Source: an optimization exercise on an open RTL-to-GDS flow (aim: small area, a short achievable clock period and few clock cycles). Production flows keep margins and buffers that such runs may drop.
The RTL was checked by simulation tests, not by an equivalence proof against the original design.

// sha256_engine
module sha256_engine (
    input  wire         clk,
    input  wire         rst,           
    input  wire         blk_valid,
    output wire         blk_ready,
    input  wire         blk_first,     
    input  wire [511:0] blk_data,      
    output reg          dig_valid,
    output wire [255:0] digest         
);
For scale: ~1100 flip-flops, ~770 I/O pins, about 54000 sq um of cells after synthesis.
Settings: LEC_CHECK=0, CAP_MARGIN=20, CORE_MARGIN=2, CORE_UTILIZATION=40, CTS_CLUSTER_DIAMETER=120, CTS_CLUSTER_SIZE=24, PLACE_DENSITY=0.6, SLEW_MARGIN=20, SYNTH_HIERARCHICAL=1, SYNTH_MINIMUM_KEEP_SIZE=0; clock period 11.0 ns.
standard.sh (not shown) runs the stock make flow with config.mk's settings and CLKGATE_MAP_FILE= SYNTH_SCRIPT=/design/flow/synth_recipe.tcl, a recipe that flattens the netlist after the stock synthesis.
==> flow/flow/run.sh <==
#!/bin/bash
# The standard layout (standard.sh), with timing repair asked to
# overfix setup by SETUP_SLACK_MARGIN ns; the clock and constraints are
# the design's. The make output goes to standard_flow.log, each ORFS step's
# log to orfs/logs.
set -euo pipefail
export SETUP_SLACK_MARGIN=7.5
# every port still gets a buffer, of the smallest buffer cell
export BUFFER_PORTS_ARGS="-buffer_cell sky130_fd_sc_hd__buf_1"
bash standard.sh > standard_flow.log 2>&1
Testbench counts at the start, summed over its fixed seeds: cycles 12,504.
==> next run, changes <==
--- a/flow/flow/run.sh
+++ b/flow/flow/run.sh
@@ -7 +7 @@
-export SETUP_SLACK_MARGIN=7.5
+export SETUP_SLACK_MARGIN=7
--- a/flow/config.mk
+++ b/flow/config.mk
@@ -13 +13 @@
-export PLACE_DENSITY = 0.6
+export PLACE_DENSITY = 0.7
The new run finished clean.
Routed wire length drops by 3.7%.
Cell count drops by 4.4%.
Die area does not change.
Sequential share of layout area climbs by 2.2 points.
Cell area drops by 5.7%.
Non-clock buffer count drops by 352.
==> next run, changes <==
--- a/flow/flow/run.sh
+++ b/flow/flow/run.sh
@@ -7 +7 @@
-export SETUP_SLACK_MARGIN=7
+export SETUP_SLACK_MARGIN=6.5
--- a/flow/config.mk
+++ b/flow/config.mk
@@ -10 +10 @@
-export CORE_UTILIZATION = 40
+export CORE_UTILIZATION = 48
@@ -13 +13 @@
-export PLACE_DENSITY = 0.7
+export PLACE_DENSITY = 0.65
=> Global-route usage climbs by 6.6 points; cell area falls by 3.6%; non-clock buffer count fell by 61; worst setup slack gets worse by 0.27 ns.

========
Setup of build 70:
Starting RTL as in the previous note.
Settings: LEC_CHECK=0, CAP_MARGIN=20, CORE_MARGIN=2, CORE_UTILIZATION=40, CTS_CLUSTER_DIAMETER=120, CTS_CLUSTER_SIZE=24, PLACE_DENSITY=0.6, SLEW_MARGIN=20, SYNTH_HIERARCHICAL=1, SYNTH_MINIMUM_KEEP_SIZE=0; clock period 11.0 ns.
==> flow/flow/run.sh <==
#!/bin/bash
# The standard layout (standard.sh), with timing repair asked to
# overfix setup by SETUP_SLACK_MARGIN ns; the clock and constraints are
# the design's. The make output goes to standard_flow.log, each ORFS step's
# log to orfs/logs.
set -euo pipefail
export SETUP_SLACK_MARGIN=6.75
# every port still gets a buffer, of the smallest buffer cell
export BUFFER_PORTS_ARGS="-buffer_cell sky130_fd_sc_hd__buf_1"
bash standard.sh > standard_flow.log 2>&1
Build 70 finished end to end and its layout was clean on timing, DRC and antenna.
Testbench counts of build 70, summed over its fixed seeds: cycles 12,504.
### build 70 -> build 30
--- a/flow/flow/run.sh
+++ b/flow/flow/run.sh
@@ -7 +7 @@
-export SETUP_SLACK_MARGIN=6.75
+export SETUP_SLACK_MARGIN=7
==> comparison <==
Build 30 and build 70 ended up with nearly the same area fraction of clock buffers and clock inverters.
Final routed wirelength across all metal layers in build 30 is 1.1% above build 70.
In the tables for build 30 and build 70, area taken by flip-flops and latches reads lower with build 70.
Per the comparison of build 30 with build 70, design area higher; routed length on met3 higher.
### build 30 -> build 59
--- a/flow/flow/run.sh
+++ b/flow/flow/run.sh
@@ -7 +7 @@
-export SETUP_SLACK_MARGIN=7
+export SETUP_SLACK_MARGIN=6.5
Notes after the runs:
Critical path required time on build 59 is down relative to build 30. On final non-filler cell total, the higher figure sits with build 30, not build 59. Of build 59 and build 30, it is build 59 that has the lower final worst setup slack. The lower average wire length per cell after detail routing of build 59 and build 30 is in build 59. Build 30 vs build 59, start point of the critical path: a[4]$_DFF_P_ vs w[1][26]$_DFF_P_. Final cell area: build 59 below build 30. Going from build 30 to build 59, worst hold margin shows an increase of 0.018 ns; number of clock-tree buffers in the layout shows an increase of 4.1%.

========
The RTL this note starts from:
==> flow/design.v <==
module sha256_engine (
    input  wire         clk,
    input  wire         rst,           
    input  wire         blk_valid,
    output wire         blk_ready,
    input  wire         blk_first,     
    input  wire [511:0] blk_data,      
    output reg          dig_valid,
    output wire [255:0] digest         
);
    localparam [31:0] IV0 = 32'h6A09E667, IV1 = 32'hBB67AE85, IV2 = 32'h3C6EF372, IV3 = 32'hA54FF53A,
                      IV4 = 32'h510E527F, IV5 = 32'h9B05688C, IV6 = 32'h1F83D9AB, IV7 = 32'h5BE0CD19;
    reg  [5:0]  t;
    reg  [31:0] k_nx;
    always @(*) begin
        case (t)
             0: k_nx = 32'h71374491;   1: k_nx = 32'hB5C0FBCF;   2: k_nx = 32'hE9B5DBA5;   3: k_nx = 32'h3956C25B;
             4: k_nx = 32'h59F111F1;   5: k_nx = 32'h923F82A4;   6: k_nx = 32'hAB1C5ED5;   7: k_nx = 32'hD807AA98;
             8: k_nx = 32'h12835B01;   9: k_nx = 32'h243185BE;  10: k_nx = 32'h550C7DC3;  11: k_nx = 32'h72BE5D74;
            12: k_nx = 32'h80DEB1FE;  13: k_nx = 32'h9BDC06A7;  14: k_nx = 32'hC19BF174;  15: k_nx = 32'hE49B69C1;
            16: k_nx = 32'hEFBE4786;  17: k_nx = 32'h0FC19DC6;  18: k_nx = 32'h240CA1CC;  19: k_nx = 32'h2DE92C6F;
            20: k_nx = 32'h4A7484AA;  21: k_nx = 32'h5CB0A9DC;  22: k_nx = 32'h76F988DA;  23: k_nx = 32'h983E5152;
            24: k_nx = 32'hA831C66D;  25: k_nx = 32'hB00327C8;  26: k_nx = 32'hBF597FC7;  27: k_nx = 32'hC6E00BF3;
            28: k_nx = 32'hD5A79147;  29: k_nx = 32'h06CA6351;  30: k_nx = 32'h14292967;  31: k_nx = 32'h27B70A85;
            32: k_nx = 32'h2E1B2138;  33: k_nx = 32'h4D2C6DFC;  34: k_nx = 32'h53380D13;  35: k_nx = 32'h650A7354;
            36: k_nx = 32'h766A0ABB;  37: k_nx = 32'h81C2C92E;  38: k_nx = 32'h92722C85;  39: k_nx = 32'hA2BFE8A1;
            40: k_nx = 32'hA81A664B;  41: k_nx = 32'hC24B8B70;  42: k_nx = 32'hC76C51A3;  43: k_nx = 32'hD192E819;
            44: k_nx = 32'hD6990624;  45: k_nx = 32'hF40E3585;  46: k_nx = 32'h106AA070;  47: k_nx = 32'h19A4C116;
            48: k_nx = 32'h1E376C08;  49: k_nx = 32'h2748774C;  50: k_nx = 32'h34B0BCB5;  51: k_nx = 32'h391C0CB3;
            52: k_nx = 32'h4ED8AA4A;  53: k_nx = 32'h5B9CCA4F;  54: k_nx = 32'h682E6FF3;  55: k_nx = 32'h748F82EE;
            56: k_nx = 32'h78A5636F;  57: k_nx = 32'h84C87814;  58: k_nx = 32'h8CC70208;  59: k_nx = 32'h90BEFFFA;
            60: k_nx = 32'hA4506CEB;  61: k_nx = 32'hBEF9A3F7;  62: k_nx = 32'hC67178F2;  63: k_nx = 32'h428A2F98;
            default: k_nx = 32'h00000000;
        endcase
    end
    function [31:0] rotr(input [31:0] x, input integer n);
        rotr = (x >> n) | (x << (32 - n));
    endfunction
    function [31:0] big_sigma0(input [31:0] x);
        big_sigma0 = rotr(x, 2) ^ rotr(x, 13) ^ rotr(x, 22);
    endfunction
    function [31:0] big_sigma1(input [31:0] x);
        big_sigma1 = rotr(x, 6) ^ rotr(x, 11) ^ rotr(x, 25);
    endfunction
    function [31:0] small_sigma0(input [31:0] x);
        small_sigma0 = rotr(x, 7) ^ rotr(x, 18) ^ (x >> 3);
    endfunction
    function [31:0] small_sigma1(input [31:0] x);
        small_sigma1 = rotr(x, 17) ^ rotr(x, 19) ^ (x >> 10);
    endfunction
    function [31:0] csa_s(input [31:0] x, input [31:0] y, input [31:0] z);
        csa_s = x ^ y ^ z;
    endfunction
    function [31:0] csa_c(input [31:0] x, input [31:0] y, input [31:0] z);
        csa_c = {((x[30:0] & y[30:0]) | (x[30:0] & z[30:0]) | (y[30:0] & z[30:0])), 1'b0};
    endfunction
    reg  idle, pre0, pre1, pre2, ld, run;
    reg  fin;         
    reg  go;          
    reg  init_iv;     
    reg  first_cur;   
    reg  h_iv;        
    reg  rot;         
    reg  ffg;         
    reg  use_sch;     
    reg  rdy;
    reg  [3:0] wsel;  
    reg  n_idle, n_pre0, n_pre1, n_pre2, n_ld, n_run, n_fin, n_go;
    reg  [5:0] n_t;
    always @(*) begin
        n_idle = 1'b0; n_pre0 = 1'b0; n_pre1 = 1'b0; n_pre2 = 1'b0; n_ld = 1'b0; n_run = 1'b0;
        n_fin = fin; n_go = go; n_t = t;
        if (idle) begin
            if (blk_valid) n_pre0 = 1'b1; else n_idle = 1'b1;
        end
        if (pre0) n_pre1 = 1'b1;
        if (pre1) n_pre2 = 1'b1;
        if (pre2) begin n_ld = 1'b1; n_fin = 1'b0; n_go = 1'b1; end
        if (ld) begin
            if (go) begin n_run = 1'b1; n_t = 6'd0; end
            else n_idle = 1'b1;
        end
        if (run) begin
            if (t == 6'd63) begin n_ld = 1'b1; n_fin = 1'b1; n_go = blk_valid; end
            else begin n_run = 1'b1; n_t = t + 6'd1; end
        end
    end
    wire n_fetch0 = n_pre2 || (n_run && n_t == 6'd63);
    assign blk_ready = rdy;
    reg  [31:0] a, b, c, d, e, f, g, x;
    reg  [31:0] w [0:15];
    reg  [31:0] hc [0:7];    
    genvar gi;
    generate
        for (gi = 0; gi < 8; gi = gi + 1) begin : g_dig
            assign digest[255 - 32*gi -: 32] = hc[gi];
        end
    endgenerate
    wire [31:0] s1  = big_sigma1(e);
    wire [31:0] ch  = (e & f) ^ (~e & g);
    wire [31:0] s0  = big_sigma0(a);
    wire [31:0] maj = (a & b) | (a & c) | (b & c);
    wire [31:0] a1s = csa_s(x, ch, maj),   a1c = csa_c(x, ch, maj);
    wire [31:0] a2s = csa_s(s0, s1, a1s),  a2c = csa_c(s0, s1, a1s);
    wire [31:0] a3s = csa_s(a2s, a2c, a1c), a3c = csa_c(a2s, a2c, a1c);
    wire [31:0] a_nxt = a3s + a3c;
    wire [31:0] e1s = csa_s(x, ch, d),     e1c = csa_c(x, ch, d);
    wire [31:0] e2s = csa_s(e1s, e1c, s1), e2c = csa_c(e1s, e1c, s1);
    wire [31:0] e_nxt = e2s + e2c;
    reg [31:0] iv_a, iv_e;
    always @(*) begin
        if (ld) begin
            iv_a = IV0; iv_e = IV4;
        end else begin
            case (t[1:0])
                2'd1:    begin iv_a = IV3; iv_e = IV7; end
                2'd2:    begin iv_a = IV2; iv_e = IV6; end
                default: begin iv_a = IV1; iv_e = IV5; end
            endcase
        end
    end
    wire        base_iv = first_cur && ffg;
    wire [31:0] base_a = base_iv ? iv_a : hc[3];
    wire [31:0] base_e = base_iv ? iv_e : hc[7];
    wire [31:0] sum_a  = base_a + (ffg ? a : 32'd0);
    wire [31:0] sum_e  = base_e + (ffg ? e : 32'd0);
    wire [31:0] w_blk = blk_data[511 - 32*wsel -: 32];
    wire [31:0] ws1s = csa_s(small_sigma1(w[14]), w[9], small_sigma0(w[1]));
    wire [31:0] ws1c = csa_c(small_sigma1(w[14]), w[9], small_sigma0(w[1]));
    wire [31:0] ws2s = csa_s(ws1s, ws1c, w[0]), ws2c = csa_c(ws1s, ws1c, w[0]);
    wire [31:0] w_sch = ws2s + ws2c;
    wire [31:0] w_in = use_sch ? w_sch : w_blk;
    wire        fetch0  = pre2 || (run && t == 6'd63);
    wire        init_nx = blk_first || (h_iv && pre2);
    wire [31:0] x1s = csa_s(g, k_nx, w[15]), x1c = csa_c(g, k_nx, w[15]);
    wire [31:0] x_nxt = x1s + x1c;
    integer i;
    always @(posedge clk) begin
        x <= x_nxt;
        if (ld) begin
            a <= init_iv ? IV0 : sum_a;
            b <= init_iv ? IV1 : hc[0];
            c <= init_iv ? IV2 : hc[1];
            d <= init_iv ? IV3 : hc[2];
            e <= init_iv ? IV4 : sum_e;
            f <= init_iv ? IV5 : hc[4];
            g <= init_iv ? IV6 : hc[5];
        end else begin
            a <= a_nxt; b <= a; c <= b; d <= c;
            e <= e_nxt; f <= e;
            g <= fetch0 ? (init_nx ? IV7 : hc[5]) : f;
        end
        for (i = 0; i < 15; i = i + 1)
            w[i] <= w[i + 1];
        w[15] <= w_in;
        if (rot) begin
            hc[0] <= sum_a; hc[1] <= hc[0]; hc[2] <= hc[1]; hc[3] <= hc[2];
            hc[4] <= sum_e; hc[5] <= hc[4]; hc[6] <= hc[5]; hc[7] <= hc[6];
        end
        if (rst) begin
            idle <= 1'b1; pre0 <= 1'b0; pre1 <= 1'b0; pre2 <= 1'b0; ld <= 1'b0; run <= 1'b0;
            t         <= 6'd63;
            fin       <= 1'b0;
            go        <= 1'b0;
            h_iv      <= 1'b1;
            rot       <= 1'b0;
            rdy       <= 1'b0;
            dig_valid <= 1'b0;
        end else begin
            idle <= n_idle; pre0 <= n_pre0; pre1 <= n_pre1; pre2 <= n_pre2; ld <= n_ld; run <= n_run;
            t <= n_t; fin <= n_fin; go <= n_go;
            rot <= n_pre0 || n_pre1 || n_pre2 || n_ld
                   || (n_run && (n_t == 6'd61 || n_t == 6'd62 || n_t == 6'd63));
            rdy <= n_run && (n_t == 6'd13);
            dig_valid <= ld && fin;
            if (ld && fin) h_iv <= 1'b0;
        end
        ffg     <= n_run || (n_ld && n_fin);
        use_sch <= n_run && (n_t >= 6'd14) && (n_t != 6'd63);
        wsel    <= n_fetch0 ? 4'd0 : n_ld ? 4'd1 : n_t[3:0] + 4'd2;
        if (fetch0) init_iv <= init_nx;
        if (ld && go) first_cur <= init_iv;
    end
endmodule
export LEC_CHECK = 0
export CAP_MARGIN = 20
export CORE_MARGIN = 2
export CORE_UTILIZATION = 40
export PLACE_DENSITY = 0.6
export SLEW_MARGIN = 20
create_clock -name core_clock -period 11.0 [get_ports {clk}]
==> flow/flow/run.sh <==
#!/bin/bash
set -euo pipefail
export SETUP_SLACK_MARGIN=6
bash standard.sh > standard_flow.log 2>&1
Testbench counts at the start, summed over its fixed seeds: cycles 12,528.
Edit:
--- a/flow/config.mk
+++ b/flow/config.mk
@@ -8,5 +8,5 @@
 export CAP_MARGIN = 20
 export CORE_MARGIN = 2
-export CORE_UTILIZATION = 40
-export PLACE_DENSITY = 0.6
+export CORE_UTILIZATION = 60
+export PLACE_DENSITY = 0.72
 export SLEW_MARGIN = 20
- wire length increases by 2.3%
- worst setup slack gets worse by 0.14 ns
- synthesized area stays the same
- die area decreases by 33%
Edit:
==> flow/flow/run.sh (replaced) <==
#!/bin/bash
set -euo pipefail
export SETUP_SLACK_MARGIN=7
bash standard.sh > standard_flow.log 2>&1
--- a/flow/config.mk
+++ b/flow/config.mk
@@ -8,5 +8,5 @@
 export CAP_MARGIN = 20
 export CORE_MARGIN = 2
-export CORE_UTILIZATION = 60
-export PLACE_DENSITY = 0.72
+export CORE_UTILIZATION = 40
+export PLACE_DENSITY = 0.6
 export SLEW_MARGIN = 20
=>
- register-to-register slack is better by 0.34 ns
- setup slack gets better by 0.34 ns
- hold slack loses 0.033 ns
- via count shrinks by 4.8%
Edit:
==> flow/flow/run.sh (replaced) <==
#!/bin/bash
set -euo pipefail
export SETUP_SLACK_MARGIN=6
bash standard.sh > standard_flow.log 2>&1
--- a/flow/config.mk
+++ b/flow/config.mk
@@ -8,5 +8,6 @@
 export CAP_MARGIN = 20
 export CORE_MARGIN = 2
-export CORE_UTILIZATION = 40
-export PLACE_DENSITY = 0.6
+export CORE_UTILIZATION = 60
+export CTS_BUF_LIST = sky130_fd_sc_hd__clkbuf_8
+export PLACE_DENSITY = 0.72
 export SLEW_MARGIN = 20
Via count is higher by 4.0%.
Global-route usage is higher by 14 points.
Die area is lower by 33%.
Final area is lower by 7.0%.
Flip-flop and latch count is unchanged.
Count of clock-buffer cells in the layout is higher by 64.

separate check: timing with driven ports:
How much do the figures lean on ideal ports? The routed layouts below were timed once more, with nothing changed but the port constraints.
Step 1 assumes that a clkbuf_16 drives the clock port and a buf_2 every other input.
Step 2 adds t to the input delays and takes it off the output delays; t is the mean of the earliest and latest rising clock arrival at the registers after step 1. Input paths then give back, and output paths get back, about the clock's delay inside the block.
a / b / c = no drivers / after step 1 / after step 2; a / b = the first two.
run	t, ns	slack for setup (ns)	worst hold slack (ns)	latest minus earliest clock arrival (ns)	slew at the worst register clock pin (ns)
the first run of note 1	0.774	6.730 / 6.730 / 6.730	0.301 / 0.301 / 0.301	0.058 / 0.057	0.11 / 0.11
the second run of note 1	0.752	6.798 / 6.798 / 6.554	0.319 / 0.319 / 0.319	0.047 / 0.047	0.12 / 0.12
the third run of note 1	0.746	6.529 / 6.529 / 6.446	0.320 / 0.320 / 0.320	0.036 / 0.037	0.11 / 0.11
build 70	0.744	6.750 / 6.750 / 6.373	0.322 / 0.322 / 0.322	0.067 / 0.067	0.11 / 0.11
build 30	0.768	6.837 / 6.837 / 6.510	0.306 / 0.306 / 0.306	0.038 / 0.039	0.11 / 0.11
build 59	0.740	6.589 / 6.589 / 6.375	0.324 / 0.324 / 0.324	0.061 / 0.061	0.11 / 0.11
the first run of note 3	0.790	6.029 / 6.029 / 5.500	0.312 / 0.312 / 0.312	0.053 / 0.052	0.07 / 0.07
the second run of note 3	0.770	5.885 / 5.885 / 5.300	0.295 / 0.295 / 0.295	0.069 / 0.069	0.08 / 0.08
the third run of note 3	0.826	6.224 / 6.224 / 6.224	0.262 / 0.262 / 0.262	0.092 / 0.092	0.07 / 0.07
the fourth run of note 3	0.916	6.011 / 6.013 / 5.146	0.254 / 0.254 / 0.254	0.081 / 0.081	0.08 / 0.08
After both steps every run listed still meets setup and hold. For the fourth run of note 3, which loses most, drivers alone change the setup slack by +0.002 ns; drivers and shift together by -0.865 ns.
